This is an optimization exercise on Yosys and OpenROAD, whose aim is small area, a short achievable clock period and few clock cycles, not a production implementation.
Function was checked by simulation only, so behaviour that the tests miss may differ from the original.
Power figures rest on the tool's default switching activity, not on a simulated workload.

// stripe_engine
module stripe_engine (
  input  wire        clk,
  input  wire        rst,
  input  wire        cmd_valid,
  output wire        cmd_ready,
  input  wire [5:0]  cmd_k,
  input  wire [1:0]  cmd_m,
  input  wire [34:0] cmd_lost,
  input  wire [9:0]  cmd_cols,
  input  wire        in_valid,
  output wire        in_ready,
  input  wire [31:0] in_data,
  output wire        out_valid,
  input  wire        out_ready,
  output wire [31:0] out_data,
  output wire [5:0]  out_member,
  output wire        out_last
);
clock: 10.0 ns
lec_check: 0
abc_area: 1
abc_clock_period_in_ps: 2000
cap_margin: 50
core_margin: 2
core_utilization: 70
cts_buf_list: sky130_fd_sc_hd__clkbuf_8 sky130_fd_sc_hd__clkbuf_16
cts_cluster_diameter: 60
cts_cluster_size: 20
setup_slack_margin: 5
slew_margin: 50
standard.sh (not shown) runs the stock make flow with config.mk's settings and CLKGATE_MAP_FILE= SYNTH_SCRIPT=/design/flow/synth_recipe.tcl, a recipe that flattens the netlist after the stock synthesis.
==> flow/flow/run.sh <==
#!/bin/bash
set -euo pipefail
bash standard.sh "BUFFER_PORTS_ARGS=-buffer_cell sky130_fd_sc_hd__buf_2" finish > orfs_make.log 2>&1
The starting point produced a clean layout.
Testbench counts at the start, summed over its fixed seeds: cycles 148,484.
Next try:
--- a/flow/design.v
+++ b/flow/design.v
@@ -96,14 +96,15 @@
   reg         p0, p1;           
   reg         ald;              
   reg         sfu;              
   reg  [2:0]  used;             
   reg         first;            
   reg  [4:0]  l0, l1, l2;       
   reg  [1:0]  ecnt;             
+  reg  [4:0]  zd01, zd02, zd12;  
   reg         scf, scpf;        
   reg  [31:0] A0, A1, A2;
   reg         op_v;
   reg  [1:0]  op_dst;
   reg         op_wr, op_emit, op_last;
   reg  [5:0]  op_mem;
   reg  [7:0]  mc_r;             
@@ -273,17 +274,15 @@
   wire [2:0] z_pt    = (e_n == 2'd0) ? (lp & 3'b110) : lp;
   wire [1:0] z_ej    = {1'b0, (e_n != 2'd0) && z_pt[0]};
   wire [OPW-1:0] dcur = dec(ed, ei, ptodo, ej, e, ra, rb, dlen, {1'b0, klast} + 6'd1, l0, l1, l2);
   wire [OPW-1:0] dnxt = dec(s_ed, s_ei, s_pt, s_ej, e, ra, rb, dlen, {1'b0, klast} + 6'd1, l0, l1, l2);
   wire [3:0] dlen_n = (e_n == 2'd1) ? 4'd1 : (e_n == 2'd2) ? ((ra == 2'd0 && rb == 2'd1) ? 4'd4 : 4'd5) : 4'd12;
   wire [OPW-1:0] dst0 = dec(z_ed, 4'd0, z_pt, z_ej, e_n, ra, rb, dlen_n, {1'b0, klast} + 6'd1, l0, l1, l2);
   wire [4:0] cq   = (sp_q == 2'd0) ? l0 : (sp_q == 2'd1) ? l1 : (sp_q == 2'd2) ? l2 : klast;
-  wire [4:0] cda  = (sp_q == 2'd2) ? l1 : l0;
-  wire [4:0] cdb  = (sp_q == 2'd0) ? l1 : l2;
-  wire [4:0] czd  = cdb - cda;
+  wire [4:0] czd  = (sp_q == 2'd0) ? zd01 : (sp_q == 2'd1) ? zd02 : zd12;
   wire [7:0] cpn  = (sp_f == 2'd0) ? gpos(cq) : gneg(cq);
   wire [7:0] cval = (sp_f == 2'd3) ? 8'h01 : (sp_f == 2'd2) ? zinv(czd) : sp_sq ? gsq(cpn) : cpn;
   wire [7:0] yk   = gpos(klast);
   wire [7:0] ycoef = (np == 2'd2) ? gsq(yk) : yk;
   wire [31:0] m_a    = ({32{ms_r[0]}} & A0) | ({32{ms_r[1]}} & A1) | ({32{ms_r[2]}} & A2);
   wire [7:0]  m_c    = mc_r;
   wire [31:0] m_d    = (op_dst == 2'd0) ? A0 : (op_dst == 2'd1) ? A1 : A2;
@@ -418,14 +417,17 @@
     end
     if (start) begin
       elast <= lastcol;
       pe0   <= (e == 2'd0);
     end
     scf    <= wsc;
     scpf   <= adv ? wscp_a : wscp_c;
+    zd01   <= l1 - l0;
+    zd02   <= l2 - l0;
+    zd12   <= l2 - l1;
     ms_r   <= ms_n;
     macc_r <= macc_n;
     mxin_r <= mxin_n;
     if (load)
       mc_r <= cval;
     else if (wload)
       mc_r <= ycoef;
Outcome:
- via count increases by 1.1%
- fmax increases by 1.1%
- worst hold slack improved by 26 ps
- die area increases by 3.2%
- first-iteration DRC count decreases by 8.7%
- clock power increases by about 10%
- clock skew decreases by 3.1 ps
- wire length increases by 5.7%
- total power decreases by 27%
- non-clock buffer count increases by 2
- clock-buffer cell count increases by 2
Testbench counts after the change, summed over its fixed seeds: cycles 148,484.

[static timing again, ports no longer ideal]
The results above use ideal ports. As a check the final layouts listed here were re-extracted and re-timed, cells and wires unchanged. Step 1 assumes that a clkbuf_16 drives the clock port and a buf_2 every other input. Step 2 moves the port delays by t, midway between the first and last clock arrival at a register: inputs arrive t later, outputs are due t later. That takes back most of the time a late clock gives input paths. Slacks: ideal / step 1 / step 2; pairs: ideal / step 1.
run	shift t [ns]	slack for setup (ns)	worst data-port slew with drivers (ns)	pins driven straight from the clock port
the first run	0.655	5.938 / 5.972 / 5.318	0.14	1
the second run	0.685	5.984 / 5.984 / 5.348	0.07	1
After both steps every run listed still meets setup and hold. The setup slack of the second run, which loses most, moves by 0.000 ns with the drivers and by -0.636 ns with both steps.
